Source: an optimization exercise on an open RTL-to-GDS flow (aim: small area, a short achievable clock period and few clock cycles). Production flows keep margins and buffers that such runs may drop.
Where RTL was checked, it was by simulation tests only, not by an equivalence proof against the original.
For runs 1 to 5, only the layout was checked, not whether the RTL still works.
Power is estimated from default activity; no workload was simulated.

--- flow/flow/run.sh ---
#!/bin/bash
set -euo pipefail
export SETUP_SLACK_MARGIN=6.5
export BUFFER_PORTS_ARGS="-buffer_cell sky130_fd_sc_hd__buf_4"
bash standard.sh > flow_make.log 2>&1
--- flow/standard.sh ---
#!/bin/bash
# synth_recipe.tcl (not shown) runs the flow's synth.tcl, then flattens the netlist and writes it again
# the make line also repeats each setting of config.mk as NAME=value (left out here)
make -C /OpenROAD-flow-scripts/flow DESIGN_CONFIG=/design/flow/config.mk WORK_HOME=/design/flow/orfs CLKGATE_MAP_FILE= SYNTH_SCRIPT=/design/flow/synth_recipe.tcl "${@:-finish}"
--- flow/config.mk ---
export PLATFORM = sky130hd
export DESIGN_NAME = hyb_encoder
export DESIGN_NICKNAME = hyb_encoder
export VERILOG_FILES = /design/flow/design.v
export SDC_FILE = /design/flow/constraint.sdc
export NUM_CORES = 4
export LEC_CHECK = 0
export CAP_MARGIN = 20
export CORE_MARGIN = 2
export CORE_UTILIZATION = 40
export SLEW_MARGIN = 20
--- flow/constraint.sdc ---
create_clock -name core_clock -period 10.0 [get_ports {clk}]
set_input_delay 2.0000 -clock core_clock [delete_from_list [all_inputs] [get_ports {clk}]]
set_output_delay 2.0000 -clock core_clock [all_outputs]
set_load 0.01 [all_outputs]
--- flow/design.v ---
module hyb_encoder (
    input  wire        clk,
    input  wire        rst,
    input  wire [19:0] cfg_knee0,        
    input  wire [19:0] cfg_knee1,        
    input  wire [19:0] cfg_knee2,        
    input  wire [2:0]  cfg_log2_s,       
    input  wire [25:0] cfg_period_ns,    
    input  wire [4:0]  cfg_width,        
    input  wire        cfg_dither_en,    
    input  wire        cfg_colour_rot,   
    input  wire [1:0]  cfg_fc,           
    input  wire        in_valid,
    output reg         in_ready,
    input  wire [19:0] in_p,
    input  wire [3:0]  in_trim,          
    input  wire [1:0]  in_colour,
    input  wire        in_x0,            
    input  wire        in_y0,            
    output reg         out_valid,
    output reg  [7:0]  out_a,
    output reg  [16:0] out_h,
    output reg  [9:0]  lad_addr,         
    input  wire [19:0] lad_rdata
);
    localparam [2:0] S_IDLE   = 3'd0,    
                     S_SEARCH = 3'd1,    
                     S_DEC    = 3'd2,    
                     S_FETCH  = 3'd3,    
                     S_WAIT   = 3'd4,    
                     S_ZERO   = 3'd5;    
    wire [2:0] k_req = (cfg_log2_s == 3'd7) ? 3'd6 : cfg_log2_s;
    reg  [2:0] k_use;
    integer jx;
    always @(*) begin
        k_use = 3'd0;
        for (jx = 1; jx <= 6; jx = jx + 1)
            if (jx <= k_req && {6'd0, cfg_period_ns} >= (32'd130208 << jx))
                k_use = jx[2:0];
    end
    reg [2:0] k_r;
    reg [4:0] width_r;
    reg [1:0] fc_r;
    reg       rot_r, dith_r;
    always @(posedge clk) begin
        k_r     <= k_use;
        width_r <= (cfg_width > 5'd16) ? 5'd16 : cfg_width;
        fc_r    <= cfg_fc;
        rot_r   <= cfg_colour_rot;
        dith_r  <= cfg_dither_en;
    end
    reg [2:0]  st;
    reg        fetch_r;       
    reg        fast_r;        
    reg [4:0]  s;             
    reg [19:0] p_r;
    reg [17:0] k_r2;          
    reg [3:0]  trim_r;
    reg [1:0]  col_r;
    reg        x0_r, y0_r;
    reg [7:0]  mp;            
    reg [7:0]  mk;            
    reg [19:0] lpa;           
    reg        lv;
    reg [7:0]  a_r;
    reg        zero_r;
    reg [3:0]  d_r;           
    reg [19:0] kc_raw;
    always @(*) begin
        case (in_colour)
            2'd0:    kc_raw = cfg_knee0;
            2'd1:    kc_raw = cfg_knee1;
            default: kc_raw = cfg_knee2;
        endcase
    end
    wire [17:0] kc_in = (kc_raw < 20'h01000) ? 18'h01000 :
                        (kc_raw > 20'h30000) ? 18'h30000 : kc_raw[17:0];
    wire        bneg0 = trim_r[1];
    wire        bone0 = trim_r[0];
    wire        btwo0 = trim_r[1] & ~trim_r[0];
    wire        bneg1 = trim_r[3] & ~(trim_r[2] & trim_r[1]);
    wire        bone1 = trim_r[2] ^ trim_r[1];
    wire        btwo1 = (trim_r[3] & ~trim_r[2] & ~trim_r[1]) | (~trim_r[3] & trim_r[2] & trim_r[1]);
    wire [19:0] bm0   = ({20{bone0}} & {2'b0, k_r2}) | ({20{btwo0}} & {1'b0, k_r2, 1'b0});
    wire [19:0] bm1   = ({20{bone1}} & {2'b0, k_r2}) | ({20{btwo1}} & {1'b0, k_r2, 1'b0});
    wire [22:0] kx    = {k_r2, 3'b0, bneg0 & bneg1, bneg0 ^ bneg1};
    wire [22:0] ky    = bneg0 ? ~{3'b0, bm0} : {3'b0, bm0};
    wire [22:0] kz    = bneg1 ? ~{1'b0, bm1, 2'b0} : {1'b0, bm1, 2'b0};
    wire [22:0] ks    = kx ^ ky ^ kz;
    wire [22:0] kcy   = {(kx[21:0] & ky[21:0]) | (kx[21:0] & kz[21:0]) | (ky[21:0] & kz[21:0]), 1'b0};
    wire [5:0]  klow  = {1'b0, ks[4:0]} + {1'b0, kcy[4:0]};
    wire [17:0] k_add = k_r2 + lpa[17:0] + {17'd0, lpa[18]};
    reg [1:0] m_dith;
    always @(*) begin
        case ({y0_r, x0_r})
            2'b00:   m_dith = 2'd0;
            2'b01:   m_dith = 2'd2;
            2'b10:   m_dith = 2'd3;
            default: m_dith = 2'd1;
        endcase
    end
    wire [1:0] cr    = rot_r ? col_r : 2'd0;
    wire [1:0] phi   = dith_r ? (m_dith + fc_r + cr) : 2'd0;
    wire [6:0] wphi  = width_r * phi;
    wire [3:0] d_w   = wphi[5:2];                           
    wire [1:0] c_w   = dith_r ? phi : 2'd2;                 
    wire        s_p   = s[0];                     
    wire [4:0]  s_m1  = s - 5'd1;
    wire [2:0]  bidx  = 3'd7 - s_m1[3:1];         
    wire [7:0]  bit_b = 8'd1 << bidx;
    wire [7:0]  mask1 = ((8'd1 << bidx) - 8'd1) >> 1;       
    wire [7:0]  m_cur = s_p ? mp : mk;
    wire [19:0] key   = s_p ? p_r : {2'b0, k_r2};
    wire        lt    = lad_rdata < key;
    wire [7:0]  m_lt  = m_cur | bit_b;
    wire [7:0]  nx0   = m_cur | mask1;
    wire [7:0]  nx1   = m_cur | bit_b | mask1;
    wire [8:0]  f0s   = {1'b0, mk} + {5'd0, d_r};
    wire [8:0]  f1s   = {1'b0, mk | 8'd1} + {5'd0, d_r};
    wire [7:0]  f0    = f0s[8] ? 8'd255 : f0s[7:0];
    wire [7:0]  f1    = f1s[8] ? 8'd255 : f1s[7:0];
    reg  [7:0]  f0_r, f1_r;
    wire        g0    = f0_r > mp;                
    wire        g1    = f1_r > mp;
    wire [7:0]  a0    = g0 ? f0_r : mp;
    wire [7:0]  a1    = g1 ? f1_r : mp;
    wire        fetch0 = g0 || !lv;
    wire        fetch1 = g1 || !lv;
    wire        h10   = (f0 > (mp | 8'd1)) || !lv;
    wire        h11   = (f1 > (mp | 8'd1)) || !lv;
    wire        fast0 = !(f0 > mp) && !(f1 > mp);    
    wire        fast1 = !h10 && !h11;
    reg         dv_busy;
    reg         dv_init;
    reg  [4:0]  dv_cnt;
    reg  [19:0] dv_rem;
    reg  [19:0] dv_l;
    reg  [19:0] dv_q;
    reg  [7:0]  dv_a;
    reg  [1:0]  dv_c;
    reg  [1:0]  c_r;
    wire [21:0] sub  = {1'b0, dv_rem, 1'b0} - {2'b0, dv_l};
    wire        qb   = !sub[21];
    wire        last = dv_busy && (dv_cnt == 5'd1);
    wire        dfree = !dv_busy || last;        
    wire        hand_f  = (st == S_SEARCH) && (s == 5'd16) && fast_r;
    wire        hand    = (st == S_ZERO) || (st == S_DEC && !fetch_r) ||
                          (st == S_FETCH) || (st == S_WAIT) || hand_f;
    wire        handoff = hand && dfree;
    wire        accept  = in_ready && in_valid;
    reg [2:0] st_n;
    always @(*) begin
        st_n = st;
        case (st)
            S_SEARCH: if (s == 5'd16) st_n = fast_r ? (handoff ? S_IDLE : S_WAIT) : S_DEC;
            S_DEC:    st_n = fetch_r ? S_FETCH : (handoff ? S_IDLE : S_WAIT);
            S_FETCH, S_WAIT, S_ZERO: if (handoff) st_n = S_IDLE; else st_n = S_WAIT;
            default: ;
        endcase
        if (accept) st_n = (in_p == 20'd0) ? S_ZERO : S_SEARCH;
    end
    wire fetch_n = (st == S_SEARCH && s == 5'd16) ? (lt ? fetch1 : fetch0) : fetch_r;
    wire fast_n  = (st == S_SEARCH && s == 5'd15) ? (lt ? fast1 : fast0) : fast_r;
    wire busy_n  = handoff || (dv_busy && !last);
    wire cnt1_n  = handoff ? 1'b0 : (dv_cnt == 5'd2);
    wire free_n  = !busy_n || cnt1_n;
    wire        h_eq  = (st != S_FETCH) && (p_r == lpa);
    reg         dv_eq, eq_o;
    wire [16:0] h_pow = 17'd1024 << k_r;
    wire [19:0] o_sum = dv_q + {17'd0, c_o, 1'b1};
    reg  [1:0]  c_o;
    reg         last_q;
    reg [7:0] la0, la1;
    always @(*) begin
        la0 = lad_addr[7:0];
        la1 = lad_addr[7:0];
        if (st == S_SEARCH) begin
            if (s == 5'd0) begin
                la0 = 8'd127;                     
                la1 = 8'd127;
            end else if (s <= 5'd14) begin
                la0 = nx0;
                la1 = nx1;
            end else if (s == 5'd16) begin
                la0 = a0;                         
                la1 = a1;
            end
        end
        if (accept) begin
            la0 = 8'd127;                         
            la1 = 8'd127;
        end
    end
    always @(posedge clk) begin
        lad_addr <= {accept ? in_colour : col_r, lt ? la1 : la0};
        st <= st_n;
        fetch_r <= fetch_n;
        fast_r  <= fast_n;
        f0_r    <= f0;
        f1_r    <= f1;
        in_ready <= (st_n == S_IDLE) ||
                    (free_n && ((st_n == S_DEC && !fetch_n) || st_n == S_FETCH ||
                                st_n == S_WAIT || st_n == S_ZERO ||
                                (st_n == S_SEARCH && s == 5'd15 && fast_n)));
        s <= s + 5'd1;
        if (st == S_SEARCH) begin
            if (s == 5'd0) begin
                k_r2     <= ks[22:5];
                lpa      <= {1'b0, klow[5], kcy[22:5]};
                c_r      <= c_w;
                d_r      <= d_w;
            end else begin
                if (s == 5'd1)
                    k_r2 <= k_add;
                if (s_p) begin
                    if (lt) mp <= m_lt;
                    else begin
                        lpa <= lad_rdata;
                        lv  <= 1'b1;
                    end
                end else begin
                    if (lt) mk <= m_lt;
                end
                if (s == 5'd16) begin
                    a_r      <= lt ? a1 : a0;
                end
            end
        end
        if (st == S_FETCH)
            lpa <= lad_rdata;
        if (accept) begin
            s        <= 5'd0;
            p_r      <= in_p;
            zero_r   <= (in_p == 20'd0);
            k_r2     <= kc_in;
            trim_r   <= in_trim;
            col_r    <= in_colour;
            x0_r     <= in_x0;
            y0_r     <= in_y0;
            mp       <= 8'd0;
            mk       <= 8'd0;
            lv       <= 1'b0;
        end
        if (dv_busy)
            dv_q <= {dv_init ? 19'd0 : dv_q[18:0], qb};
        if (handoff) begin
            dv_cnt  <= (zero_r || h_eq) ? 5'd2 : (5'd13 + {2'd0, k_r});
            dv_eq   <= h_eq && !zero_r;
            dv_init <= 1'b1;
            dv_rem  <= p_r;
            dv_l    <= zero_r ? 20'hFFFFF : (st == S_FETCH) ? lad_rdata : lpa;
            dv_a    <= zero_r ? 8'd0 : hand_f ? (lt ? a1 : a0) : a_r;
            dv_c    <= c_r;
        end else if (dv_busy) begin
            dv_cnt  <= dv_cnt - 5'd1;
            dv_init <= 1'b0;
            dv_rem  <= qb ? sub[19:0] : {dv_rem[18:0], 1'b0};
        end
        dv_busy <= busy_n;
        last_q <= last;
        if (last) begin
            out_a <= dv_a;
            c_o   <= dv_c;
            eq_o  <= dv_eq;
        end
        out_valid <= last_q;
        out_h     <= eq_o ? h_pow : o_sum[19:3];
        if (rst) begin
            st        <= S_IDLE;
            dv_busy   <= 1'b0;
            last_q    <= 1'b0;
            out_valid <= 1'b0;
            in_ready  <= 1'b0;
        end
    end
endmodule
==> flow_summary.toml, run 1 <==
[power]
static-leakage-power_nw = 8.10
internal-power_mw = 2.73
power_frac_comb_pct = 39.2
clock_power_share_pct = 27.9
ir_worst_vdd_mv = 0.130
seq_power_share_pct = 32.9
power.share.switching_pct = 36.8
power.net_switching_mw = 1.59
power.density_mw_per_mm2 = 213

[global_route]
overall_global_routing_usage_pct = 20.7
antenna_found_initial = 0
grt_overflow_total = 0
grt_max_degree = 42
grt_pass1_vias = 12670
grt_pass1_wl_um = 69600

[place]
dp_hpwl_um = 33200
placement.io_buffers = 179
gp_congestion = 0.915
place_worst_setup_slack_ps = 4820

[clock_tree]
clk_pin_slew_ps = 60
tritoncts_clock_tree = "done"
clock-sinks = 253
ctsRootBufferMaster = "sky130_fd_sc_hd__clkbuf_16"
ctsLongestPathBuffers = 3
clock_insertion_delay_worst_skew_ps = 580
hold_buffers = 0
inserted_clock_buffers = 30
cts-htree-levels = 1

[synth]
synth-seq-area-share_pct = 41.7
syn-cell-area_mm2 = 0.0164
synthDominantCellAreaShare_pct = 32.3
netlist.top_cell.by_area = "sky130_fd_sc_hd__edfxtp_1"
synth-async-reset-ratio_pct = 0
synth_commonest_cells = "sky130_fd_sc_hd__edfxtp_1, sky130_fd_sc_hd__nor2_1, sky130_fd_sc_hd__nand2_1"
yosys_warnings = 1
avgSynthCellArea_um2 = 9.67
synth_cell_types = 79
dominantRegCellSynth = "sky130_fd_sc_hd__edfxtp_1"
synth.ff_latch_count = 253
yosys-top-cells-area = "sky130_fd_sc_hd__edfxtp_1, sky130_fd_sc_hd__dfxtp_1, sky130_fd_sc_hd__ha_1"
edff_count_synth = 176
synth.net_count = 1988
syn-instance-count = 1695
synthMostInstantiatedCell = "sky130_fd_sc_hd__edfxtp_1"

[floorplanning]
dieHeight_um = 206
core-area_mm2 = 0.0406
die-width_um = 206
io_pins = 186
initial_utilization_pct = 40.3
placementRows = 74
die_area_mm2 = 0.0426

[drt]
initial_detailed_routing_violation_count = 955
vias = 13480
remaining_drc_errors = 0
avgViaCountPerCell = 5.53
drt_pass1_iterations = 5
wl_um = 45000
wire_per_inst_um = 18.4
drtAntennaViolNets = 0

[worst_setup_path]
worstSetupStartpointType = "input port"
critical_path.cell_chain = "buf_4 > ha_4 > nand4_1 > o21bai_1 > a211oi_4 > o211ai_4 > buf_8 > buf_4 > or3_1 > o221ai_4 > buf_4 > o21ai_1"
cp_slowest_cell = "sky130_fd_sc_hd__or3_1"
reg2reg_from = "d_r[0]"
critPathKind = "input port to flip-flop"
max_stage_delay_ps = 370
cp_top_family = "compound AO/OA/AOI/OAI gates"
critPathLaunch = "lad_rdata[15]"
cp_common_cell = "sky130_fd_sc_hd__buf_4"
cp_data_required_time_ps = 10320
critical_path.n_buffers_inverters = 4
critical_path.endpoint_type = "flip-flop"
cp.arrival_ps = 4170
critical_path.max_fanout = 5

[flow_run]
max_cap_viol_count = 0

[sta]
relative_max_transition_margin_pct = 35.4
worst_slack_ps = 6150
timing_hold_violations_final = 0
finalClockSkew_ps = 19.2
finalCriticalPeriod_ps = 3850
max_freq_ghz = 0.260
setup_total_negative_slack_ps = 0
timing_worst_slew_pin_value_ps = 967
finalSetupViolations = 0
finalMaxSlewViolations = 0
fin_crit_sh_pct = 38.5
grt_setup_unrepaired = "yes"

[final_layout]
area.growth.synth_to_final_pct = 24.1
design.final.nets = 2175
count_of_fill_cells_added_during_filler_insertion = 3694
final_core_occ_pct = 50.0
layout-drive-gt1-share_pct = 20.6

[worst_hold_path]
class_of_the_tightest_hold_or_removal_check = "flip-flop to flip-flop"
hold_start = "dv_c[0]"

[status]
run_status = "timing/DRC/antenna clean"
-- sequential cells by signal (all words and copies together) (netlist names), 9 cells and up --
name      flops
lad_addr      9
p_r          20
dv_q         20
out_h        17
k_r2         18
lpa          20
dv_rem       20
dv_l         20
-- cell families (layout without fill, tap and decap cells) --
group / count (synthesis) / count (layout) / share of synthesized area (%)
compound gates: 387 / 391 / 15.0
xor+xnor: 98 / 98 / 5.24
fa+ha+maj: 144 / 144 / 12.1
buf+inv: 158 / 365 / 3.67
flops: 253 / 253 / 41.7
mux: 73 / 73 / 4.66
other cells: 0 / 1 / 0
simple gates: 582 / 582 / 17.7
-- what timing repair did --
item,4_1_cts,5_1_grt
endpoints found under the setup margin,90,80
gates cloned,6,0
pin swaps,25,20
resized for setup,68,45
hold endpoints to repair,0,0
setup buffers,19,6
-- cell type report --
cell class / count / area [um2] / area share (%)
diodes: 1 / 2.50 / 0.0123
well taps: 532 / 666 / 3.27
inverters: 91 / 350 / 1.72
repair buffers: 218 / 1760 / 8.67
flip-flops and latches: 253 / 6830 / 33.6
clock buffers: 34 / 808 / 3.97
multi-input cells: 1288 / 9610 / 47.2
clock inverters: 22 / 310 / 1.53
-- metrics by stage --
stage | hold WS [ps] | instances | area, um2 | total power, mW
6_report | 417 | 2439 | 20300 | 4.33
5_1_grt | 417 | 2438 | 20300 | 4.57
4_1_cts | 419 | 2432 | 20100 | 4.27
3_5_place_dp | 408 | 2351 | 18400 | 2.89
3_3_place_gp | 403 | 2351 | 18400 | 2.87
2_1_floorplan | 400 | 1695 | 16600 | 2.43
-- metal layers --
| metal | GRT usage [%] | vias up | part of all wire (%) |
|---|---|---|---|
| met4 | 6.61 | 0 | 3.0 |
| met5 | 0 | - | 0 |
| li1 | - | 6598 | - |
| met1 | 29.9 | 6366 | 47 |
| met3 | 3.20 | 70 | 6.1 |
| met2 | 31.8 | 446 | 44 |
-- worst register-to-register path: stages (launching register included) --
cell                       delay, ps
sky130_fd_sc_hd__edfxtp_1        480
sky130_fd_sc_hd__ha_1            280
sky130_fd_sc_hd__fa_1            420
sky130_fd_sc_hd__nand3_1         120
sky130_fd_sc_hd__and2_1          200
sky130_fd_sc_hd__nand2_1          60
sky130_fd_sc_hd__mux2_2          300
sky130_fd_sc_hd__ha_1            310
sky130_fd_sc_hd__nand4_1         110
sky130_fd_sc_hd__or3_1           350
sky130_fd_sc_hd__a22oi_1         250
sky130_fd_sc_hd__nor3_1          100
sky130_fd_sc_hd__a221o_1         320
sky130_fd_sc_hd__a21boi_1        140
sky130_fd_sc_hd__o22ai_1         100
-- path summary, 6_finish.rpt --
check,cells past startpoint,endpoint,slack (ps)
hold reg to reg,0,c_o[0],420
setup / recovery,12,dv_a[7],6150
hold / removal,0,c_o[0],420
setup reg to reg,14,in_ready,6360
-- power by group through the flow --
stage | sequential [mW] | combinational, mW | clock (mW)
2_1_floorplan | 1.37 | 1.06 | 0
3_3_place_gp | 1.43 | 1.43 | 0
3_5_place_dp | 1.44 | 1.45 | 0
4_1_cts | 1.42 | 1.61 | 1.24
5_1_grt | 1.44 | 1.86 | 1.28
6_report | 1.42 | 1.70 | 1.21
-- cell usage in the layout, fill, tap and decap left out, types with 6 or more instances in the layout --
cell type	synthesis	layout
sky130_fd_sc_hd__mux2i_1	50	47
sky130_fd_sc_hd__ha_1	120	107
sky130_fd_sc_hd__nand2_1	149	149
sky130_fd_sc_hd__nor3_1	28	27
sky130_fd_sc_hd__a21oi_2	0	21
sky130_fd_sc_hd__buf_6	0	21
sky130_fd_sc_hd__nand3b_1	29	29
sky130_fd_sc_hd__a22oi_1	20	18
sky130_fd_sc_hd__a31oi_1	17	16
sky130_fd_sc_hd__o21ai_0	76	67
sky130_fd_sc_hd__o21a_1	8	8
sky130_fd_sc_hd__a211oi_1	16	12
sky130_fd_sc_hd__clkbuf_16	0	32
sky130_fd_sc_hd__edfxtp_1	176	176
sky130_fd_sc_hd__nor2b_1	37	37
sky130_fd_sc_hd__nor2_1	150	148
sky130_fd_sc_hd__nand3_1	55	54
sky130_fd_sc_hd__a21oi_1	128	106
sky130_fd_sc_hd__bufinv_16	0	6
sky130_fd_sc_hd__xnor2_1	57	57
sky130_fd_sc_hd__o22ai_1	20	18
sky130_fd_sc_hd__or2_2	6	6
sky130_fd_sc_hd__fa_1	24	24
sky130_fd_sc_hd__mux2_2	22	22
sky130_fd_sc_hd__o21ai_1	2	11
sky130_fd_sc_hd__o211ai_1	11	11
sky130_fd_sc_hd__and3_1	15	15
sky130_fd_sc_hd__inv_1	88	85
sky130_fd_sc_hd__a21o_1	23	23
sky130_fd_sc_hd__nand2b_1	29	29
sky130_fd_sc_hd__dfxtp_1	77	76
sky130_fd_sc_hd__buf_4	0	193
sky130_fd_sc_hd__ha_4	0	13
sky130_fd_sc_hd__and2_1	10	10
sky130_fd_sc_hd__nand4_1	26	26
sky130_fd_sc_hd__o31ai_1	7	6
sky130_fd_sc_hd__or3_1	12	11
sky130_fd_sc_hd__xor2_1	41	41
sky130_fd_sc_hd__nor4_1	17	15
==> run 2: changes to the inputs <==
==> flow/flow/run.sh (replaced) <==
#!/bin/bash
set -euo pipefail
export SETUP_SLACK_MARGIN=6.0
export BUFFER_PORTS_ARGS="-buffer_cell sky130_fd_sc_hd__buf_4"
bash standard.sh > flow_make.log 2>&1
==> flow_summary.toml, run 2 <==
[power]
power.density_mw_per_mm2 = 213
p_total_mw = 4.18
ir_worst_vdd_mv = 0.141
static-leakage-power_nw = 7.90

[sta]
finalClockSkew_ps = 22.7
timing_hold_violations_final = 0
worst_slack_ps = 6050
timing_worst_slew_pin_value_ps = 974
fin_crit_sh_pct = 39.5
setup_total_negative_slack_ps = 0
finalCriticalPeriod_ps = 3950
relative_max_transition_margin_pct = 35.1
finalMaxSlewViolations = 0
max_freq_ghz = 0.253
final_hold_slack_ps = 417
finalSetupViolations = 0
grt_setup_unrepaired = "yes"

[clock_tree]
clk_pin_slew_ps = 60
ctsRootBufferMaster = "sky130_fd_sc_hd__clkbuf_16"
hold_buffers = 0
inserted_clock_buffers = 29
cts-htree-levels = 1
clock-sinks = 253
clock_insertion_delay_worst_skew_ps = 580
ctsLongestPathBuffers = 3
tritoncts_clock_tree = "done"

[floorplanning]
core-area_mm2 = 0.0406
die_area_mm2 = 0.0426
die-width_um = 206
dieHeight_um = 206
io_pins = 186
initial_utilization_pct = 40.3
placementRows = 74

[worst_setup_path]
critical_path.endpoint_type = "flip-flop"
max_stage_delay_ps = 370
cp.arrival_ps = 4410
cp_slowest_cell = "sky130_fd_sc_hd__o41ai_1"
reg2reg_from = "d_r[0]"
critPathLaunch = "lad_rdata[13]"
cp_top_family = "compound AO/OA/AOI/OAI gates"
cp_common_cell = "sky130_fd_sc_hd__buf_4"
critical_path.cell_chain = "buf_4 > ha_1 > nand4_1 > o21bai_1 > a211oi_2 > o211ai_4 > buf_6 > buf_4 > nor2_2 > and4b_1 > o41ai_1 > o22ai_1"
worstSetupStartpointType = "input port"
critical_path.max_fanout = 8
critPathKind = "input port to flip-flop"
cp_data_required_time_ps = 10460
critical_path.n_buffers_inverters = 3

[global_route]
grt_overflow_total = 0
grt_max_degree = 70
overall_global_routing_usage_pct = 19.9
grt_pass1_wl_um = 67600
antenna_found_initial = 2
grt_pass1_vias = 12678

[drt]
initial_detailed_routing_violation_count = 1011
wire_per_inst_um = 17.8
wl_um = 42900
drtAntennaViolNets = 0
avgViaCountPerCell = 5.48
drt_pass1_iterations = 9
vias = 13229
remaining_drc_errors = 0

[synth]
synth-async-reset-ratio_pct = 0
synth_cell_types = 79
dominantRegCellSynth = "sky130_fd_sc_hd__edfxtp_1"
syn-instance-count = 1695
yosys-top-cells-area = "sky130_fd_sc_hd__edfxtp_1, sky130_fd_sc_hd__dfxtp_1, sky130_fd_sc_hd__ha_1"
synthMostInstantiatedCell = "sky130_fd_sc_hd__edfxtp_1"
yosys_warnings = 1
netlist.top_cell.by_area = "sky130_fd_sc_hd__edfxtp_1"
synth_commonest_cells = "sky130_fd_sc_hd__edfxtp_1, sky130_fd_sc_hd__nor2_1, sky130_fd_sc_hd__nand2_1"
synth.net_count = 1988
synthDominantCellAreaShare_pct = 32.3
syn-cell-area_mm2 = 0.0164
synth-seq-area-share_pct = 41.7
synth.ff_latch_count = 253
avgSynthCellArea_um2 = 9.67
edff_count_synth = 176

[place]
place_inst = 2348
placement.io_buffers = 179
dp_hpwl_um = 32600
place_worst_setup_slack_ps = 4940
gp_congestion = 0.892
post_dp_area_mm2 = 0.0182

[flow_run]
max_cap_viol_count = 0

[final_layout]
count_of_fill_cells_added_during_filler_insertion = 3783
mostFrequentLayoutCells = "sky130_fd_sc_hd__buf_4, sky130_fd_sc_hd__edfxtp_1, sky130_fd_sc_hd__nand2_1"
layout-drive-gt1-share_pct = 16.9
design.final.nets = 2154
final_core_occ_pct = 48.3
postLayoutCellArea_mm2 = 0.0196
post_route_non_filler_standard_cell_count = 2416
antennaDiodeCount = 0
most_common_library_cell_in_the_layout_ignoring_fill_and_taps = "sky130_fd_sc_hd__buf_4"
area.growth.synth_to_final_pct = 19.7

[worst_hold_path]
hold_start = "dv_a[6]"
class_of_the_tightest_hold_or_removal_check = "flip-flop to flip-flop"

[status]
run_status = "timing/DRC/antenna clean"
[run 2: metal layers]
| metal | global-route usage (%) | up-vias | part of all wire, % |
|---|---|---|---|
| met3 | 2.37 | 67 | 5.5 |
| met5 | 0 | - | 0.028 |
| met1 | 27.8 | 6234 | 46 |
| met2 | 32.6 | 401 | 46 |
| li1 | - | 6525 | - |
| met4 | 5.33 | 2 | 2.4 |
[run 2: cells by family (layout without fill, tap and decap cells)]
family,after synthesis,after routing,synth area share (%)
simple gates,582,582,17.7
flops,253,253,41.7
xor+xnor,98,98,5.24
fa+ha+maj,144,144,12.1
buf+inv,158,346,3.67
compound gates,387,388,15.0
mux,73,73,4.66
[run 2: timing repair]
item                       CTS  global route
pin swaps                    1             9
setup endpoints to repair   45            48
gates cloned                 0             1
gates resized for setup      1            26
buffers inserted             4             9
[run 2: cell type report]
class                      count  area (um2)  area share [%]
timing repair buffer         201        1560            7.94
multi-input combinational   1285        9200            46.9
sequential                   253        6830            34.8
inverter                      91         342            1.74
tap                          532         666            3.39
clock buffer                  37         787            4.01
clock inverter                17         231            1.18
[run 2: final timing paths]
| check | endpoint | slack (ps) | cells after the start |
|---|---|---|---|
| hold / removal | out_a[6] | 420 | 0 |
| hold reg to reg | out_a[6] | 420 | 0 |
| setup / recovery | in_ready | 6050 | 12 |
| setup reg to reg | in_ready | 6330 | 14 |
[run 2: report_power, final]
part	internal, mW	switching [mW]	leakage (nW)
logic	0.703	0.909	5.16
registers	1.28	0.161	2.24
clock network	0.688	0.444	0.506
==> run 3: changes to the inputs <==
==> flow/flow/run.sh (replaced) <==
#!/bin/bash
set -euo pipefail
export SETUP_SLACK_MARGIN=7.5
export BUFFER_PORTS_ARGS="-buffer_cell sky130_fd_sc_hd__buf_4"
bash standard.sh > flow_make.log 2>&1
==> flow_summary.toml, run 3 <==
[worst_setup_path]
worstSetupStartpointType = "input port"
critical_path.max_fanout = 8
cp_slowest_cell = "sky130_fd_sc_hd__a211oi_2"
max_stage_delay_ps = 320
critical_path.n_buffers_inverters = 3
cp_common_cell = "sky130_fd_sc_hd__buf_12"
cp.depth = 12
critPathKind = "input port to flip-flop"
cp.arrival_ps = 4190
ff2ff_path_depth = 14
cp_data_required_time_ps = 10360
critical_path.endpoint_type = "flip-flop"
critical_path.cell_chain = "buf_6 > ha_4 > nand4_1 > nor3_2 > nand2_1 > o211ai_4 > buf_12 > o311ai_4 > o21ai_4 > buf_12 > o221ai_4 > a211oi_2"
cp_top_family = "compound AO/OA/AOI/OAI gates"

[clock_tree]
cts-htree-levels = 1
ctsLongestPathBuffers = 3
clock_insertion_delay_worst_skew_ps = 580
tritoncts_clock_tree = "done"
inserted_clock_buffers = 29
hold_buffers = 0
ctsRootBufferMaster = "sky130_fd_sc_hd__clkbuf_16"
clock-sinks = 253
clk_pin_slew_ps = 60

[synth]
synth.ff_latch_count = 253
yosys_warnings = 1
syn-cell-area_mm2 = 0.0164
syn-instance-count = 1695
yosys-top-cells-area = "sky130_fd_sc_hd__edfxtp_1, sky130_fd_sc_hd__dfxtp_1, sky130_fd_sc_hd__ha_1"
synth_cell_types = 79
synth-async-reset-ratio_pct = 0
synth-seq-area-share_pct = 41.7
synthDominantCellAreaShare_pct = 32.3
netlist.top_cell.by_area = "sky130_fd_sc_hd__edfxtp_1"
synth.net_count = 1988
synth_commonest_cells = "sky130_fd_sc_hd__edfxtp_1, sky130_fd_sc_hd__nor2_1, sky130_fd_sc_hd__nand2_1"
avgSynthCellArea_um2 = 9.67
edff_count_synth = 176
synthMostInstantiatedCell = "sky130_fd_sc_hd__edfxtp_1"
dominantRegCellSynth = "sky130_fd_sc_hd__edfxtp_1"

[final_layout]
most_common_library_cell_in_the_layout_ignoring_fill_and_taps = "sky130_fd_sc_hd__buf_4"
final_core_occ_pct = 54.7
layout-drive-gt1-share_pct = 30.6
antennaDiodeCount = 0
design.final.nets = 2250
mostFrequentLayoutCells = "sky130_fd_sc_hd__buf_4, sky130_fd_sc_hd__edfxtp_1, sky130_fd_sc_hd__nor2_1"
area.growth.synth_to_final_pct = 35.8

[place]
dp_hpwl_um = 32800
gp_congestion = 0.922
placement.io_buffers = 179
place_worst_setup_slack_ps = 4910

[sta]
fin_crit_sh_pct = 38.3
finalSetupViolations = 0
timing_hold_violations_final = 0
finalMaxSlewViolations = 0
worst_slack_ps = 6170
setup_total_negative_slack_ps = 0
max_freq_ghz = 0.261
relative_max_transition_margin_pct = 40.6
timing_worst_slew_pin_value_ps = 869
grt_setup_unrepaired = "yes"
finalClockSkew_ps = 13.4
finalCriticalPeriod_ps = 3830

[power]
power.density_mw_per_mm2 = 197
internal-power_mw = 2.75
clock_power_share_pct = 24.3
power.net_switching_mw = 1.63
power.share.switching_pct = 37.2
ir_worst_vdd_mv = 0.147
power_frac_comb_pct = 43.1
seq_power_share_pct = 32.6
static-leakage-power_nw = 8.77

[floorplanning]
core-area_mm2 = 0.0406
placementRows = 74
io_pins = 186
initial_utilization_pct = 40.3
die_area_mm2 = 0.0426
die-width_um = 206
dieHeight_um = 206

[drt]
initial_detailed_routing_violation_count = 1004
wl_um = 47700
drtAntennaViolNets = 0
avgViaCountPerCell = 5.56
remaining_drc_errors = 0
vias = 13957
drt_pass1_iterations = 5
wire_per_inst_um = 19.0

[global_route]
grt_max_degree = 40
grt_pass1_wl_um = 72700
grt_overflow_total = 0
overall_global_routing_usage_pct = 21.8
grt_pass1_vias = 13168
antenna_found_initial = 0

[worst_hold_path]
class_of_the_tightest_hold_or_removal_check = "flip-flop to flip-flop"
hold_depth = 0

[flow_run]
max_cap_viol_count = 0

[status]
run_status = "timing/DRC/antenna clean"
[run 3: worst register-to-register path, cell delays in order, from the launching register on]
cell and delay [ps]:
sky130_fd_sc_hd__edfxtp_1 460, sky130_fd_sc_hd__ha_1 260, sky130_fd_sc_hd__fa_1 420, sky130_fd_sc_hd__nand3_1 110
sky130_fd_sc_hd__and2_1 200, sky130_fd_sc_hd__nand2_1 70, sky130_fd_sc_hd__mux2_2 310, sky130_fd_sc_hd__ha_1 300
sky130_fd_sc_hd__nand4_1 110, sky130_fd_sc_hd__or3_1 360, sky130_fd_sc_hd__a22oi_1 180, sky130_fd_sc_hd__nor3_1 80
sky130_fd_sc_hd__a221o_1 330, sky130_fd_sc_hd__a21boi_1 150, sky130_fd_sc_hd__o22ai_1 80
[run 3: stage by stage]
stage	power [mW]	instance area (um2)	instances	hold WS, ps
finish	4.39	22200	2512	416
CTS	4.27	21500	2484	419
global route	4.64	22200	2512	422
global placement	2.88	18600	2348	405
floorplan	2.45	17000	1695	400
detailed placement	2.90	18600	2348	405
[run 3: metal layers]
layer	GRT usage [%]	vias up	wire length, um
li1	-	6747	-
met3	3.61	92	3130
met5	0	-	0
met1	30.8	6675	21400
met2	33.9	443	21500
met4	7.24	0	1680
[run 3: final timing paths]
check	from	to	slack, ps
setup / recovery	lad_rdata[15]	lad_addr[7]	6170
hold / removal	dv_a[5]	out_a[5]	420
setup reg to reg	d_r[0]	in_ready	6460
hold reg to reg	dv_a[5]	out_a[5]	420
[run 3: kinds of logic (layout without fill, tap and decap cells)]
group | count (synthesis) | after routing | share of synthesized area (%)
AND/OR/NAND/NOR | 582 | 582 | 17.7
AO/OA/AOI/OAI | 387 | 391 | 15.0
flip-flops | 253 | 253 | 41.7
buffers and inverters | 158 | 439 | 3.67
adder cells (fa/ha/maj) | 144 | 144 | 12.1
XOR/XNOR | 98 | 98 | 5.24
multiplexers | 73 | 73 | 4.66
[run 3: power groups by stage]
stage / Sequential [mW] / Combinational, mW / Clock, mW
global placement: 1.44 / 1.44 / 0
finish: 1.43 / 1.89 / 1.07
CTS: 1.42 / 1.76 / 1.10
global route: 1.44 / 2.07 / 1.12
detailed placement: 1.44 / 1.46 / 0
floorplan: 1.37 / 1.08 / 0
[run 3: area by class of cell]
cell class	instances	area [um2]
Fill cell	3507	18400
Timing Repair inverter	1	16.3
Tap cell	532	666
Timing Repair Buffer	293	2860
Clock buffer	41	827
Clock inverter	13	126
Sequential cell	253	6850
Inverter	91	397
Multi-Input combinational cell	1288	10500
[run 3: timing repair]
action | 4_1_cts | 5_1_grt
gates cloned | 16 | 0
endpoints found under the setup margin | 238 | 167
buffers inserted | 66 | 28
pin swaps | 88 | 78
resized for setup | 247 | 107
==> run 4: changes to the inputs <==
--- a/flow/design.v
+++ b/flow/design.v
@@ -147,6 +147,8 @@
     wire        hand    = (st == S_ZERO) || (st == S_DEC && !fetch_r) ||
                           (st == S_FETCH) || (st == S_WAIT) || hand_f;
     wire        handoff = hand && dfree;
+    reg         zp;
+    wire        zskip   = (st == S_ZERO) && !dfree && !zp;
     wire        accept  = in_ready && in_valid;
     reg [2:0] st_n;
     always @(*) begin
@@ -154,7 +156,8 @@
         case (st)
             S_SEARCH: if (s == 5'd16) st_n = fast_r ? (handoff ? S_IDLE : S_WAIT) : S_DEC;
             S_DEC:    st_n = fetch_r ? S_FETCH : (handoff ? S_IDLE : S_WAIT);
-            S_FETCH, S_WAIT, S_ZERO: if (handoff) st_n = S_IDLE; else st_n = S_WAIT;
+            S_FETCH, S_WAIT: if (handoff) st_n = S_IDLE; else st_n = S_WAIT;
+            S_ZERO:   st_n = (handoff || zskip) ? S_IDLE : S_WAIT;
             default: ;
         endcase
         if (accept) st_n = (in_p == 20'd0) ? S_ZERO : S_SEARCH;
@@ -169,7 +172,8 @@
     wire [16:0] h_pow = 17'd1024 << k_r;
     wire [19:0] o_sum = dv_q + {17'd0, c_o, 1'b1};
     reg  [1:0]  c_o;
-    reg         last_q;
+    reg  [7:0]  a_o;
+    reg         last_q, zq;
     reg [7:0] la0, la1;
     always @(*) begin
         la0 = lad_addr[7:0];
@@ -198,9 +202,9 @@
         fast_r  <= fast_n;
         f0_r    <= f0;
         f1_r    <= f1;
-        in_ready <= (st_n == S_IDLE) ||
+        in_ready <= (st_n == S_IDLE) || (st_n == S_ZERO && !zp) ||
                     (free_n && ((st_n == S_DEC && !fetch_n) || st_n == S_FETCH ||
-                                st_n == S_WAIT || st_n == S_ZERO ||
+                                st_n == S_WAIT || (st_n == S_ZERO && !zp) ||
                                 (st_n == S_SEARCH && s == 5'd15 && fast_n)));
         s <= s + 5'd1;
         if (st == S_SEARCH) begin
@@ -259,16 +263,24 @@
         dv_busy <= busy_n;
         last_q <= last;
         if (last) begin
-            out_a <= dv_a;
-            c_o   <= dv_c;
-            eq_o  <= dv_eq;
-        end
-        out_valid <= last_q;
-        out_h     <= eq_o ? h_pow : o_sum[19:3];
+            a_o  <= dv_a;
+            c_o  <= dv_c;
+            eq_o <= dv_eq;
+        end
+        zq <= last_q && zp;
+        if (zskip)
+            zp <= 1'b1;
+        else if (zq)
+            zp <= 1'b0;
+        out_valid <= last_q || zq;
+        out_a     <= zq ? 8'd0 : a_o;
+        out_h     <= zq ? 17'd0 : eq_o ? h_pow : o_sum[19:3];
         if (rst) begin
             st        <= S_IDLE;
             dv_busy   <= 1'b0;
             last_q    <= 1'b0;
+            zq        <= 1'b0;
+            zp        <= 1'b0;
             out_valid <= 1'b0;
             in_ready  <= 1'b0;
         end
==> flow/flow/run.sh (replaced) <==
#!/bin/bash
set -euo pipefail
export SETUP_SLACK_MARGIN=6.5
export BUFFER_PORTS_ARGS="-buffer_cell sky130_fd_sc_hd__buf_4"
bash standard.sh > flow_make.log 2>&1
==> flow_summary.toml, run 4 <==
[final_layout]
layout-drive-gt1-share_pct = 22.0
mostFrequentLayoutCells = "sky130_fd_sc_hd__buf_4, sky130_fd_sc_hd__edfxtp_1, sky130_fd_sc_hd__nand2_1"
most_common_library_cell_in_the_layout_ignoring_fill_and_taps = "sky130_fd_sc_hd__buf_4"
design.final.nets = 2203
area.growth.synth_to_final_pct = 24.0
antennaDiodeCount = 0
count_of_fill_cells_added_during_filler_insertion = 3681

[synth]
syn-cell-area_mm2 = 0.0165
syn-instance-count = 1714
synth.ff_latch_count = 263
yosys-top-cells-area = "sky130_fd_sc_hd__edfxtp_1, sky130_fd_sc_hd__dfxtp_1, sky130_fd_sc_hd__ha_1"
dominantRegCellSynth = "sky130_fd_sc_hd__edfxtp_1"
synthMostInstantiatedCell = "sky130_fd_sc_hd__edfxtp_1"
synth_commonest_cells = "sky130_fd_sc_hd__edfxtp_1, sky130_fd_sc_hd__nand2_1, sky130_fd_sc_hd__nor2_1"
edff_count_synth = 176
yosys_warnings = 1
netlist.top_cell.by_area = "sky130_fd_sc_hd__edfxtp_1"
synth_cell_types = 71
avgSynthCellArea_um2 = 9.65
synth-seq-area-share_pct = 42.5
synth-async-reset-ratio_pct = 0
synthDominantCellAreaShare_pct = 32.0
synth.net_count = 2007

[floorplanning]
die-width_um = 207
initial_utilization_pct = 40.5
core-area_mm2 = 0.0408
io_pins = 186
die_area_mm2 = 0.0430
dieHeight_um = 207
placementRows = 74

[global_route]
grt_pass1_vias = 13055
grt_overflow_total = 0
grt_pass1_wl_um = 68900
grt_max_degree = 69
antenna_found_initial = 1
overall_global_routing_usage_pct = 19.6

[worst_setup_path]
cp_common_cell = "sky130_fd_sc_hd__a21o_1"
critPathKind = "input port to flip-flop"
critical_path.n_buffers_inverters = 2
cp_data_required_time_ps = 10330
cp_slowest_cell = "sky130_fd_sc_hd__or3_4"
critical_path.cell_chain = "buf_8 > ha_4 > a21o_1 > a21o_1 > a21oi_2 > o21ai_1 > or3_4 > a221o_2 > o22a_1 > o21ai_2 > inv_2 > o211a_1"
cp.arrival_ps = 4290
cp_top_family = "compound AO/OA/AOI/OAI gates"
worstSetupStartpointType = "input port"
critical_path.endpoint_type = "flip-flop"
critical_path.max_fanout = 5
max_stage_delay_ps = 460

[power]
ir_worst_vdd_mv = 0.145
static-leakage-power_nw = 8.28
power.share.switching_pct = 37.5
power_frac_comb_pct = 43.2
seq_power_share_pct = 33.9
p_total_mw = 4.48
internal-power_mw = 2.80
power.net_switching_mw = 1.68
power.density_mw_per_mm2 = 219
clock_power_share_pct = 22.8

[place]
placement.io_buffers = 179
dp_hpwl_um = 32500
gp_congestion = 0.883

[worst_hold_path]
class_of_the_tightest_hold_or_removal_check = "flip-flop to flip-flop"

[clock_tree]
clock-sinks = 263
ctsRootBufferMaster = "sky130_fd_sc_hd__clkbuf_16"
tritoncts_clock_tree = "done"
cts-htree-levels = 1
hold_buffers = 0
ctsLongestPathBuffers = 3
clk_pin_slew_ps = 60
inserted_clock_buffers = 29
clock_insertion_delay_worst_skew_ps = 570

[sta]
relative_max_transition_margin_pct = 32.5
finalCriticalPeriod_ps = 3960
finalClockSkew_ps = 9.38
timing_worst_slew_pin_value_ps = 1010
fin_crit_sh_pct = 39.6
timing_hold_violations_final = 0
finalSetupViolations = 0
finalMaxSlewViolations = 0
grt_setup_unrepaired = "yes"
setup_total_negative_slack_ps = 0
max_freq_ghz = 0.252

[drt]
drt_pass1_iterations = 5
vias = 13386
remaining_drc_errors = 0
wl_um = 43800
initial_detailed_routing_violation_count = 1014
wire_per_inst_um = 17.8
avgViaCountPerCell = 5.43
drtAntennaViolNets = 0

[status]
run_status = "timing/DRC/antenna clean"

[flow_run]
max_cap_viol_count = 0
## run 4: cell types whose count changed in the layout (fill, tap and decap cells not counted), sizes merged, moves of 8 or more
| cell | change |
|---|---|
| nor2b | +20 |
| nand3 | -15 |
| a21o | +8 |
| o21ai | +30 |
| nand2b | -18 |
| o22a | +10 |
| nand2 | +25 |
| a21oi | -10 |
| or3 | -8 |
| buf | -62 |
| dfxtp | +10 |
## run 4: routing by layer
| layer | track usage, % | routed length, um | vias up |
|---|---|---|---|
| li1 | - | - | 6577 |
| met1 | 27.6 | 20700 | 6342 |
| met2 | 31.0 | 19500 | 396 |
| met3 | 2.83 | 2150 | 71 |
| met4 | 6.16 | 1440 | 0 |
| met5 | 0 | 0 | - |
## run 4: power by group through the flow
stage               registers, mW  logic [mW]  clock network (mW)
detailed placement           1.54        1.58                   0
global placement             1.54        1.54                   0
floorplan                    1.47        1.18                   0
finish                       1.52        1.94                1.02
global route                 1.54        2.13                1.09
CTS                          1.52        1.74                1.05
## run 4: repair_timing
| item | 4_1_cts | 5_1_grt |
|---|---|---|
| pin swaps | 36 | 36 |
| buffers inserted | 22 | 16 |
| setup endpoints to repair | 89 | 83 |
| resized for setup | 91 | 85 |
| gates cloned | 4 | 1 |
## run 4: cell type report
cell class,instances,area (um2),area share [%]
inverters,91,343,1.67
well taps,532,666,3.25
repair buffers,229,1920,9.35
clock inverters,10,71.3,0.348
clock buffers,44,845,4.12
multi-input cells,1296,9640,47.0
flip-flops and latches,263,7030,34.3
## run 4: worst paths after layout
kind | depth (start not counted) | to | from | slack [ps]
setup reg to reg | 18 | in_ready | d_r[0] | 6390
hold reg to reg | 0 | a_o[1] | dv_a[1] | 420
hold / removal | 0 | a_o[1] | dv_a[1] | 420
setup / recovery | 12 | lad_addr[7] | lad_rdata[9] | 6040
## run 4: cells by family after synthesis
family          synth area share, %
flops                          42.5
xor+xnor                       5.24
fa+ha+maj                      12.0
buf+inv                        3.76
mux                            4.77
simple gates                   16.8
compound gates                 14.9
## run 4: per-stage QoR
step,worst slack [ps],cells,cell area [um2],utilization (%),hold WS [ps]
after CTS,6110,2448,20000,49.0,417
final,6040,2465,20500,50.2,419
after detailed placement,4540,2368,18400,45.1,406
after floorplan,5660,1714,16700,-,400
after global placement,4560,2368,18400,45.1,406
after global routing,5990,2465,20500,50.2,419
==> run 5: changes to the inputs <==
==> flow/flow/run.sh (replaced) <==
#!/bin/bash
set -euo pipefail
export SETUP_SLACK_MARGIN=6.0
export BUFFER_PORTS_ARGS="-buffer_cell sky130_fd_sc_hd__buf_4"
bash standard.sh > flow_make.log 2>&1
==> flow_summary.toml, run 5 <==
[status]
run_status = "timing/DRC/antenna clean"

[synth]
netlist.top_cell.by_area = "sky130_fd_sc_hd__edfxtp_1"
synthSimpleGateAreaFrac_pct = 16.8
synth-async-reset-ratio_pct = 0
dominantRegCellSynth = "sky130_fd_sc_hd__edfxtp_1"
synthMostInstantiatedCell = "sky130_fd_sc_hd__edfxtp_1"
synth_xor_area_share_pct = 5.24
synth.ff_latch_count = 263
syn-instance-count = 1714
synth_cell_types = 71
yosys_warnings = 1
compound_gate_portion_of_the_synthesized_area_pct = 14.9
syn-cell-area_mm2 = 0.0165
yosys-mux-area-fraction_pct = 4.77
dominant_combinational_cell_family_by_area_after_synthesis = "simple AND/OR/NAND/NOR gates"
edff_count_synth = 176
post_synth_fa_ha_maj_area_fraction_pct = 12.0
synth.net_count = 2007
synth_commonest_cells = "sky130_fd_sc_hd__edfxtp_1, sky130_fd_sc_hd__nand2_1, sky130_fd_sc_hd__nor2_1"
yosys-top-cells-area = "sky130_fd_sc_hd__edfxtp_1, sky130_fd_sc_hd__dfxtp_1, sky130_fd_sc_hd__ha_1"
avgSynthCellArea_um2 = 9.65
synthDominantCellAreaShare_pct = 32.0
synth-seq-area-share_pct = 42.5

[final_layout]
layout-drive-gt1-share_pct = 17.2
count_of_fill_cells_added_during_filler_insertion = 3792
area.growth.synth_to_final_pct = 19.1
antennaDiodeCount = 0
mostFrequentLayoutCells = "sky130_fd_sc_hd__buf_4, sky130_fd_sc_hd__edfxtp_1, sky130_fd_sc_hd__nand2_1"
most_common_library_cell_in_the_layout_ignoring_fill_and_taps = "sky130_fd_sc_hd__buf_4"
design.final.nets = 2172

[clock_tree]
tritoncts_clock_tree = "done"
clk_pin_slew_ps = 60
inserted_clock_buffers = 30
ctsRootBufferMaster = "sky130_fd_sc_hd__clkbuf_16"
clock_insertion_delay_worst_skew_ps = 590
ctsLongestPathBuffers = 3
clock-sinks = 263
hold_buffers = 0
cts-htree-levels = 1

[sta]
max_freq_ghz = 0.247
timing_hold_violations_final = 0
finalMaxSlewViolations = 0
setup_total_negative_slack_ps = 0
grt_setup_unrepaired = "yes"
timing_worst_slew_pin_value_ps = 1080
finalCriticalPeriod_ps = 4050
relative_max_transition_margin_pct = 27.5
finalSetupViolations = 0
final_hold_slack_ps = 417
fin_crit_sh_pct = 40.5
finalClockSkew_ps = 16.6

[global_route]
grt_pass1_wl_um = 67800
grt_pass1_vias = 12845
antenna_found_initial = 0
overall_global_routing_usage_pct = 19.2
grt_max_degree = 69
grt_overflow_total = 0

[floorplanning]
io_pins = 186
die-width_um = 207
core-area_mm2 = 0.0408
dieHeight_um = 207
initial_utilization_pct = 40.5
placementRows = 74
die_area_mm2 = 0.0430

[drt]
drtAntennaViolNets = 0
wl_um = 42600
vias = 13174
drt_pass1_iterations = 7
wire_per_inst_um = 17.5
remaining_drc_errors = 0
initial_detailed_routing_violation_count = 863
avgViaCountPerCell = 5.41

[place]
placement.io_buffers = 179
dp_hpwl_um = 32700
gp_congestion = 0.905

[power]
internal-power_mw = 2.73
seq_power_share_pct = 35.2
power_frac_comb_pct = 40.4
static-leakage-power_nw = 7.99
power.share.switching_pct = 36.7
clock_power_share_pct = 24.4
ir_worst_vdd_mv = 0.144
power.density_mw_per_mm2 = 219
power.net_switching_mw = 1.58

[worst_setup_path]
critical_path.max_fanout = 10
worstSetupStartpointType = "input port"
critical_path.endpoint_type = "flip-flop"
cp_data_required_time_ps = 10320
critPathKind = "input port to flip-flop"
cp.arrival_ps = 4370

[flow_run]
max_cap_viol_count = 0

[worst_hold_path]
class_of_the_tightest_hold_or_removal_check = "flip-flop to flip-flop"
-- run 5: cell counts after synthesis --
No cell type changed its count.
-- run 5: path summary, 6_finish.rpt --
check	slack (ps)	startpoint	endpoint	cells after the start
worst min register to register	420	dv_a[1]	a_o[1]	0
worst max-delay path	5950	lad_rdata[6]	lad_addr[7]	13
worst max register to register	6180	d_r[0]	in_ready	17
worst min-delay path	420	dv_a[1]	a_o[1]	0
-- run 5: cell type report --
| class | instances | area [um2] | area share, % |
|---|---|---|---|
| well taps | 532 | 666 | 3.38 |
| clock inverters | 12 | 105 | 0.533 |
| clock buffers | 44 | 855 | 4.34 |
| repair buffers | 200 | 1510 | 7.66 |
| multi-input cells | 1293 | 9200 | 46.7 |
| inverters | 91 | 345 | 1.75 |
| flip-flops and latches | 263 | 7030 | 35.7 |
-- run 5: layer usage --
layer	vias up	GRT usage [%]	routed length, um
li1	6511	-	-
met1	6268	27.5	20500
met5	-	0	0
met3	67	2.63	2000
met2	328	30.2	18900
met4	0	6.11	1260
-- run 5: logic make-up (layout without fill, tap and decap cells) --
group	count (synthesis)	after routing
buffers and inverters	159	347
xor gates and xnor gates	99	99
DFF	263	263
adders and majority gates	145	145
AOI/OAI and AO/OA	397	398
muxes	76	76
and+or+nand+nor	575	575
-- run 5: power groups by stage --
| stage | registers (mW) | clock network [mW] | logic (mW) |
|---|---|---|---|
| finish | 1.52 | 1.05 | 1.74 |
| global route | 1.54 | 1.12 | 1.94 |
| CTS | 1.52 | 1.08 | 1.67 |
| detailed placement | 1.54 | 0 | 1.59 |
| global placement | 1.54 | 0 | 1.55 |
| floorplan | 1.47 | 0 | 1.17 |
-- run 5: critical path: stages --
cell,delay (ps)
sky130_fd_sc_hd__buf_4,140
sky130_fd_sc_hd__ha_4,260
sky130_fd_sc_hd__and4_4,220
sky130_fd_sc_hd__nand2_1,50
sky130_fd_sc_hd__a21o_1,180
sky130_fd_sc_hd__a311oi_2,300
sky130_fd_sc_hd__or3_4,250
sky130_fd_sc_hd__a221o_2,190
sky130_fd_sc_hd__buf_4,140
sky130_fd_sc_hd__nand2_4,120
sky130_fd_sc_hd__o21ai_4,190
sky130_fd_sc_hd__inv_2,70
sky130_fd_sc_hd__o211a_1,260
-- run 5: timing repair --
item | in CTS | in global routing
gates resized for setup | 29 | 30
endpoints found under the setup margin | 49 | 48
pin swaps | 9 | 12
setup buffers | 8 | 2
gates cloned | 0 | 1
-- run 5: metrics by stage --
step                      power, mW  cell area, um2  worst slack, ps  util, %  cells
after CTS                      4.27           19500             6000     47.8   2432
after global placement         3.09           18400             4460     45.0   2368
after global routing           4.60           19700             5900     48.3   2435
after floorplan                2.64           16600             5660        -   1714
after detailed placement       3.12           18400             4470     45.0   2368
final                          4.31           19700             5950     48.3   2435
==> run 6: changes to the inputs <==
--- a/flow/design.v
+++ b/flow/design.v
@@ -167,9 +167,6 @@
     wire busy_n  = handoff || (dv_busy && !last);
     wire cnt1_n  = handoff ? 1'b0 : (dv_cnt == 5'd2);
     wire free_n  = !busy_n || cnt1_n;
-    wire        h_eq  = (st != S_FETCH) && (p_r == lpa);
-    reg         dv_eq, eq_o;
-    wire [16:0] h_pow = 17'd1024 << k_r;
     wire [19:0] o_sum = dv_q + {17'd0, c_o, 1'b1};
     reg  [1:0]  c_o;
     reg  [7:0]  a_o;
@@ -248,8 +245,7 @@
         if (dv_busy)
             dv_q <= {dv_init ? 19'd0 : dv_q[18:0], qb};
         if (handoff) begin
-            dv_cnt  <= (zero_r || h_eq) ? 5'd2 : (5'd13 + {2'd0, k_r});
-            dv_eq   <= h_eq && !zero_r;
+            dv_cnt  <= zero_r ? 5'd2 : (5'd13 + {2'd0, k_r});
             dv_init <= 1'b1;
             dv_rem  <= p_r;
             dv_l    <= zero_r ? 20'hFFFFF : (st == S_FETCH) ? lad_rdata : lpa;
@@ -265,7 +261,6 @@
         if (last) begin
             a_o  <= dv_a;
             c_o  <= dv_c;
-            eq_o <= dv_eq;
         end
         zq <= last_q && zp;
         if (zskip)
@@ -274,7 +269,7 @@
             zp <= 1'b0;
         out_valid <= last_q || zq;
         out_a     <= zq ? 8'd0 : a_o;
-        out_h     <= zq ? 17'd0 : eq_o ? h_pow : o_sum[19:3];
+        out_h     <= zq ? 17'd0 : o_sum[19:3];
         if (rst) begin
             st        <= S_IDLE;
             dv_busy   <= 1'b0;
==> flow/flow/run.sh (replaced) <==
#!/bin/bash
set -euo pipefail
export SETUP_SLACK_MARGIN=6.5
export BUFFER_PORTS_ARGS="-buffer_cell sky130_fd_sc_hd__buf_4"
bash standard.sh > flow_make.log 2>&1
==> flow_summary.toml, run 6 <==
[floorplanning]
core-area_mm2 = 0.0406
initial_utilization_pct = 40.3
die_area_mm2 = 0.0426
die-width_um = 206
dieHeight_um = 206
placementRows = 74
io_pins = 186

[final_layout]
mostFrequentLayoutCells = "sky130_fd_sc_hd__buf_4, sky130_fd_sc_hd__edfxtp_1, sky130_fd_sc_hd__nand2_1"
final_core_occ_pct = 51.3
antennaDiodeCount = 0
area.growth.synth_to_final_pct = 27.2
post_route_non_filler_standard_cell_count = 2400
layout-drive-gt1-share_pct = 25.4
design.final.nets = 2133
most_common_library_cell_in_the_layout_ignoring_fill_and_taps = "sky130_fd_sc_hd__buf_4"

[global_route]
grt_max_degree = 65
grt_pass1_wl_um = 71600
grt_pass1_vias = 13192
grt_overflow_total = 0
antenna_found_initial = 0
overall_global_routing_usage_pct = 21.6

[sta]
finalClockSkew_ps = 32.4
max_freq_ghz = 0.250
relative_max_transition_margin_pct = 27.2
finalSetupViolations = 0
setup_total_negative_slack_ps = 0
finalMaxSlewViolations = 0
grt_setup_unrepaired = "yes"
fin_crit_sh_pct = 40.0
finalCriticalPeriod_ps = 4000
timing_worst_slew_pin_value_ps = 1090
timing_hold_violations_final = 0

[worst_setup_path]
critical_path.endpoint_type = "flip-flop"
critPathLaunch = "lad_rdata[2]"
reg2reg_from = "d_r[0]"
cp_data_required_time_ps = 10500
cp.arrival_ps = 4500
reg2reg_slack_ps = 6250
ff2ff_path_depth = 16
worstSetupStartpointType = "input port"
critical_path.max_fanout = 6
crit-reg2reg-capture = "in_ready"
critPathKind = "input port to flip-flop"

[place]
dp_hpwl_um = 33600
gp_congestion = 0.898
place_inst = 2278
placement.io_buffers = 179

[synth]
synthMostInstantiatedCell = "sky130_fd_sc_hd__edfxtp_1"
synth.ff_latch_count = 261
avgSynthCellArea_um2 = 10.1
yosys-top-cells-area = "sky130_fd_sc_hd__edfxtp_1, sky130_fd_sc_hd__dfxtp_1, sky130_fd_sc_hd__ha_1"
synth.net_count = 1913
synth-async-reset-ratio_pct = 0
edff_count_synth = 174
synthDominantCellAreaShare_pct = 31.9
yosys_warnings = 1
syn-instance-count = 1624
synth_cell_types = 77
synth_commonest_cells = "sky130_fd_sc_hd__edfxtp_1, sky130_fd_sc_hd__nand2_1, sky130_fd_sc_hd__nor2_1"
syn-cell-area_mm2 = 0.0164
netlist.top_cell.by_area = "sky130_fd_sc_hd__edfxtp_1"
dominantRegCellSynth = "sky130_fd_sc_hd__edfxtp_1"
synth-seq-area-share_pct = 42.5

[drt]
drt_pass1_iterations = 6
avgViaCountPerCell = 5.54
wl_um = 46800
remaining_drc_errors = 0
wire_per_inst_um = 19.5
vias = 13290
drtAntennaViolNets = 0
initial_detailed_routing_violation_count = 715

[clock_tree]
hold_buffers = 0
ctsLongestPathBuffers = 3
clock-sinks = 261
clk_pin_slew_ps = 60
ctsRootBufferMaster = "sky130_fd_sc_hd__clkbuf_16"
tritoncts_clock_tree = "done"
inserted_clock_buffers = 30
cts-htree-levels = 1
clock_insertion_delay_worst_skew_ps = 590

[power]
power.density_mw_per_mm2 = 223
ir_worst_vdd_mv = 0.172
static-leakage-power_nw = 8.41

[worst_hold_path]
hold_depth = 0
class_of_the_tightest_hold_or_removal_check = "flip-flop to flip-flop"
worstHoldEndpoint = "dv_c[1]"
hold_start = "c_r[1]"

[flow_run]
max_cap_viol_count = 0

[status]
run_status = "timing/DRC/antenna clean"
[run 6: changes by cell type after synthesis, moves of 14 or more]
cell and delta:
sky130_fd_sc_hd__xor2_1 -14, sky130_fd_sc_hd__mux2_2 +15, sky130_fd_sc_hd__nand2_1 -21, sky130_fd_sc_hd__a21oi_1 -20, sky130_fd_sc_hd__mux2i_1 +20, sky130_fd_sc_hd__o21ai_0 -39
[run 6: stage by stage]
step | hold WS (ps) | cell area [um2] | worst slack, ps | total power [mW]
2_1_floorplan | 400 | 16600 | 5880 | 2.73
5_1_grt | 419 | 20800 | 5990 | 4.92
6_report | 419 | 20800 | 6000 | 4.66
4_1_cts | 420 | 20400 | 5990 | 4.56
3_3_place_gp | 403 | 18400 | 4480 | 3.18
3_5_place_dp | 407 | 18400 | 4470 | 3.21
[run 6: how the worst max path moves through the flow]
stage / to / slack (ps) / depth (start not counted)
after floorplan: in_ready / 5880 / 9
after global placement: lad_addr[7] / 4480 / 10
after detailed placement: lad_addr[7] / 4470 / 10
after CTS: lad_addr[5] / 5990 / 10
after global routing: in_ready / 5990 / 13
final: in_ready / 6000 / 13
[run 6: area by class of cell]
type	count	area [um2]
flip-flops and latches	261	6970
inverters	79	299
clock inverters	21	275
multi-input cells	1218	9690
repair buffers	254	2170
well taps	532	666
fillers	3657	19800
clock buffers	35	769
[run 6: cells by family (layout without fill, tap and decap cells)]
family                   count (synthesis)  after routing  synth area share (%)
flip-flops                             261            261                  42.5
buffers and inverters                  147            389                  3.51
AND/OR/NAND/NOR                        530            530                  15.8
adder cells (fa/ha/maj)                140            140                  11.8
XOR/XNOR                                85             85                  4.54
multiplexers                           112            113                  7.16
AO/OA/AOI/OAI                          349            350                  14.7
[run 6: what timing repair did]
item	CTS	global route
gates resized for setup	104	64
setup buffers	39	22
pin swaps	28	28
gates cloned	4	1
setup endpoints to repair	82	88
[run 6: critical path, stage by stage]
cell	delay (ps)
sky130_fd_sc_hd__buf_8	100
sky130_fd_sc_hd__ha_4	150
sky130_fd_sc_hd__or3_1	360
sky130_fd_sc_hd__o221a_1	250
sky130_fd_sc_hd__nor4_4	190
sky130_fd_sc_hd__o211ai_4	140
sky130_fd_sc_hd__buf_4	160
sky130_fd_sc_hd__buf_6	120
sky130_fd_sc_hd__buf_12	140
sky130_fd_sc_hd__or3_4	380
sky130_fd_sc_hd__a21oi_4	150
sky130_fd_sc_hd__o211ai_2	90
sky130_fd_sc_hd__a221oi_2	250
[run 6: power breakdown]
part / total, mW / internal (mW) / leakage, nW / switching [mW]
clock network: 1.16 / 0.706 / 0.508 / 0.456
logic: 1.99 / 0.909 / 5.58 / 1.08
registers: 1.50 / 1.35 / 2.31 / 0.153
total: 4.66 / 2.96 / 8.41 / 1.69
[run 6: routing by layer]
metal	global-route usage [%]	vias up	wire length (um)
li1	-	6374	-
met1	27.1	6493	20000
met2	39.3	358	23700
met3	2.33	65	2130
met4	5.89	0	1010
met5	0	-	0
Testbench counts of run 6, summed over its fixed seeds: cycles 71,260.
==> run 7: changes to the inputs <==
==> flow/flow/run.sh (replaced) <==
#!/bin/bash
set -euo pipefail
export SETUP_SLACK_MARGIN=6.0
export BUFFER_PORTS_ARGS="-buffer_cell sky130_fd_sc_hd__buf_4"
bash standard.sh > flow_make.log 2>&1
==> flow_summary.toml, run 7 <==
[power]
p_total_mw = 4.33
static-leakage-power_nw = 7.88
ir_worst_vdd_mv = 0.143
power.density_mw_per_mm2 = 222

[sta]
fin_crit_sh_pct = 40.1
finalClockSkew_ps = 16.8
finalSetupViolations = 0
finalMaxSlewViolations = 0
timing_worst_slew_pin_value_ps = 1050
setup_total_negative_slack_ps = 0
grt_setup_unrepaired = "yes"
max_freq_ghz = 0.249
finalCriticalPeriod_ps = 4010
timing_hold_violations_final = 0
final_hold_slack_ps = 419
relative_max_transition_margin_pct = 30.0

[synth]
yosys_warnings = 1
yosys-top-cells-area = "sky130_fd_sc_hd__edfxtp_1, sky130_fd_sc_hd__dfxtp_1, sky130_fd_sc_hd__ha_1"
synth-seq-area-share_pct = 42.5
synth.net_count = 1913
synthDominantCellAreaShare_pct = 31.9
synthMostInstantiatedCell = "sky130_fd_sc_hd__edfxtp_1"
avgSynthCellArea_um2 = 10.1
synth.ff_latch_count = 261
dominantRegCellSynth = "sky130_fd_sc_hd__edfxtp_1"
synth-async-reset-ratio_pct = 0
syn-instance-count = 1624
synth_cell_types = 77
edff_count_synth = 174
netlist.top_cell.by_area = "sky130_fd_sc_hd__edfxtp_1"
syn-cell-area_mm2 = 0.0164
synth_commonest_cells = "sky130_fd_sc_hd__edfxtp_1, sky130_fd_sc_hd__nand2_1, sky130_fd_sc_hd__nor2_1"

[worst_setup_path]
critical_path.cell_chain = "buf_8 > ha_4 > or3_1 > o221a_1 > nor4_4 > o211ai_4 > buf_6 > or3_1 > a21oi_2 > o211ai_2 > a221oi_4"
cp_common_cell = "sky130_fd_sc_hd__or3_1"
cp_slowest_cell = "sky130_fd_sc_hd__or3_1"
cp.arrival_ps = 4480
cp_data_required_time_ps = 10470
critPathKind = "input port to flip-flop"
critical_path.endpoint_type = "flip-flop"
critical_path.max_fanout = 6
worstSetupStartpointType = "input port"
max_stage_delay_ps = 370

[clock_tree]
ctsLongestPathBuffers = 3
inserted_clock_buffers = 29
clk_pin_slew_ps = 60
clock_insertion_delay_worst_skew_ps = 580
cts-htree-levels = 1
clock-sinks = 261
ctsRootBufferMaster = "sky130_fd_sc_hd__clkbuf_16"
hold_buffers = 0
tritoncts_clock_tree = "done"

[status]
run_status = "timing/DRC/antenna clean"

[drt]
drt_pass1_iterations = 5
remaining_drc_errors = 0
vias = 12608
wl_um = 42000
avgViaCountPerCell = 5.38
wire_per_inst_um = 17.9
drtAntennaViolNets = 0
initial_detailed_routing_violation_count = 785

[global_route]
grt_pass1_vias = 12056
grt_pass1_wl_um = 64500
grt_overflow_total = 0
overall_global_routing_usage_pct = 19.1
antenna_found_initial = 2
grt_max_degree = 70

[floorplanning]
io_pins = 186
core-area_mm2 = 0.0406
die-width_um = 206
initial_utilization_pct = 40.3
dieHeight_um = 206
placementRows = 74
die_area_mm2 = 0.0426

[worst_hold_path]
class_of_the_tightest_hold_or_removal_check = "flip-flop to flip-flop"

[place]
placement.io_buffers = 179
gp_congestion = 0.893
post_dp_area_mm2 = 0.0184
dp_hpwl_um = 31800
place_inst = 2278

[final_layout]
area.growth.synth_to_final_pct = 19.1
count_of_fill_cells_added_during_filler_insertion = 3760
mostFrequentLayoutCells = "sky130_fd_sc_hd__buf_4, sky130_fd_sc_hd__edfxtp_1, sky130_fd_sc_hd__nand2_1"
postLayoutCellArea_mm2 = 0.0195
post_route_non_filler_standard_cell_count = 2344
most_common_library_cell_in_the_layout_ignoring_fill_and_taps = "sky130_fd_sc_hd__buf_4"
layout-drive-gt1-share_pct = 19.2
design.final.nets = 2077

[flow_run]
max_cap_viol_count = 0
[run 7: cell counts after synthesis]
Identical to the previous run, type by type.
[run 7: power by group]
group	internal, mW	total (mW)	switching, mW	leakage [nW]
registers	1.35	1.50	0.148	2.31
logic	0.752	1.74	0.991	5.10
clock network	0.637	1.09	0.454	0.477
[run 7: worst paths after layout]
path                            cells after the start        to  slack, ps         start
worst max-delay path                               11  in_ready       5990  lad_rdata[1]
worst min-delay path                                0    a_o[6]        420       dv_a[6]
worst max register to register                     16  in_ready       6110         mk[0]
worst min register to register                      0    a_o[6]        420       dv_a[6]
[run 7: final cells by class]
class                   instances  area [um2]  area share, %
flip-flops and latches        261        6970           35.7
repair buffers                200        1520           7.79
clock buffers                  36         782           4.01
multi-input cells            1217        9080           46.5
well taps                     532         666           3.41
clock inverters                18         196           1.01
inverters                      79         297           1.52
diodes                          1        2.50         0.0128
[run 7: logic make-up (layout without fill, tap and decap cells)]
group | count (synthesis) | after routing | synth area share, %
buffers and inverters | 147 | 333 | 3.51
muxes | 112 | 112 | 7.16
AOI/OAI and AO/OA | 349 | 350 | 14.7
other | 0 | 1 | 0
xor gates and xnor gates | 85 | 85 | 4.54
DFF | 261 | 261 | 42.5
adders and majority gates | 140 | 140 | 11.8
and+or+nand+nor | 530 | 530 | 15.8
[run 7: repair_timing]
item | in CTS | in global routing
setup buffers | 6 | 4
resized for setup | 7 | 14
gates cloned | 0 | 1
pin swaps | 2 | 4
endpoints found under the setup margin | 45 | 43
[run 7: metrics by stage]
step / utilization, % / setup slack, ps
2_1_floorplan: - / 5880
3_3_place_gp: 45.2 / 4950
3_5_place_dp: 45.2 / 4940
4_1_cts: 47.7 / 5980
5_1_grt: 48.0 / 5890
6_report: 48.0 / 5990
[run 7: worst max-delay path, delay by kind of cell]
family	cells	cell delay, ps
compound gates	5	1110
simple gates	3	950
buf+inv	2	260
fa+ha+maj	1	150
[run 7: metal layers]
metal  global-route usage [%]  share of wire (%)  vias up
li1                         -                  -     6241
met1                     28.2                 48     5966
met2                     29.6                 44      356
met3                     2.78                6.1       45
met4                     4.13                1.6        0
met5                        0                  0        -

Setup slack of run 7, layout unchanged: 5.990 ns with ideal ports, 6.001 ns with driving cells assumed (clock clkbuf_16, inputs buf_2), 5.376 ns with port delays also shifted by the 0.625 ns mid clock arrival.
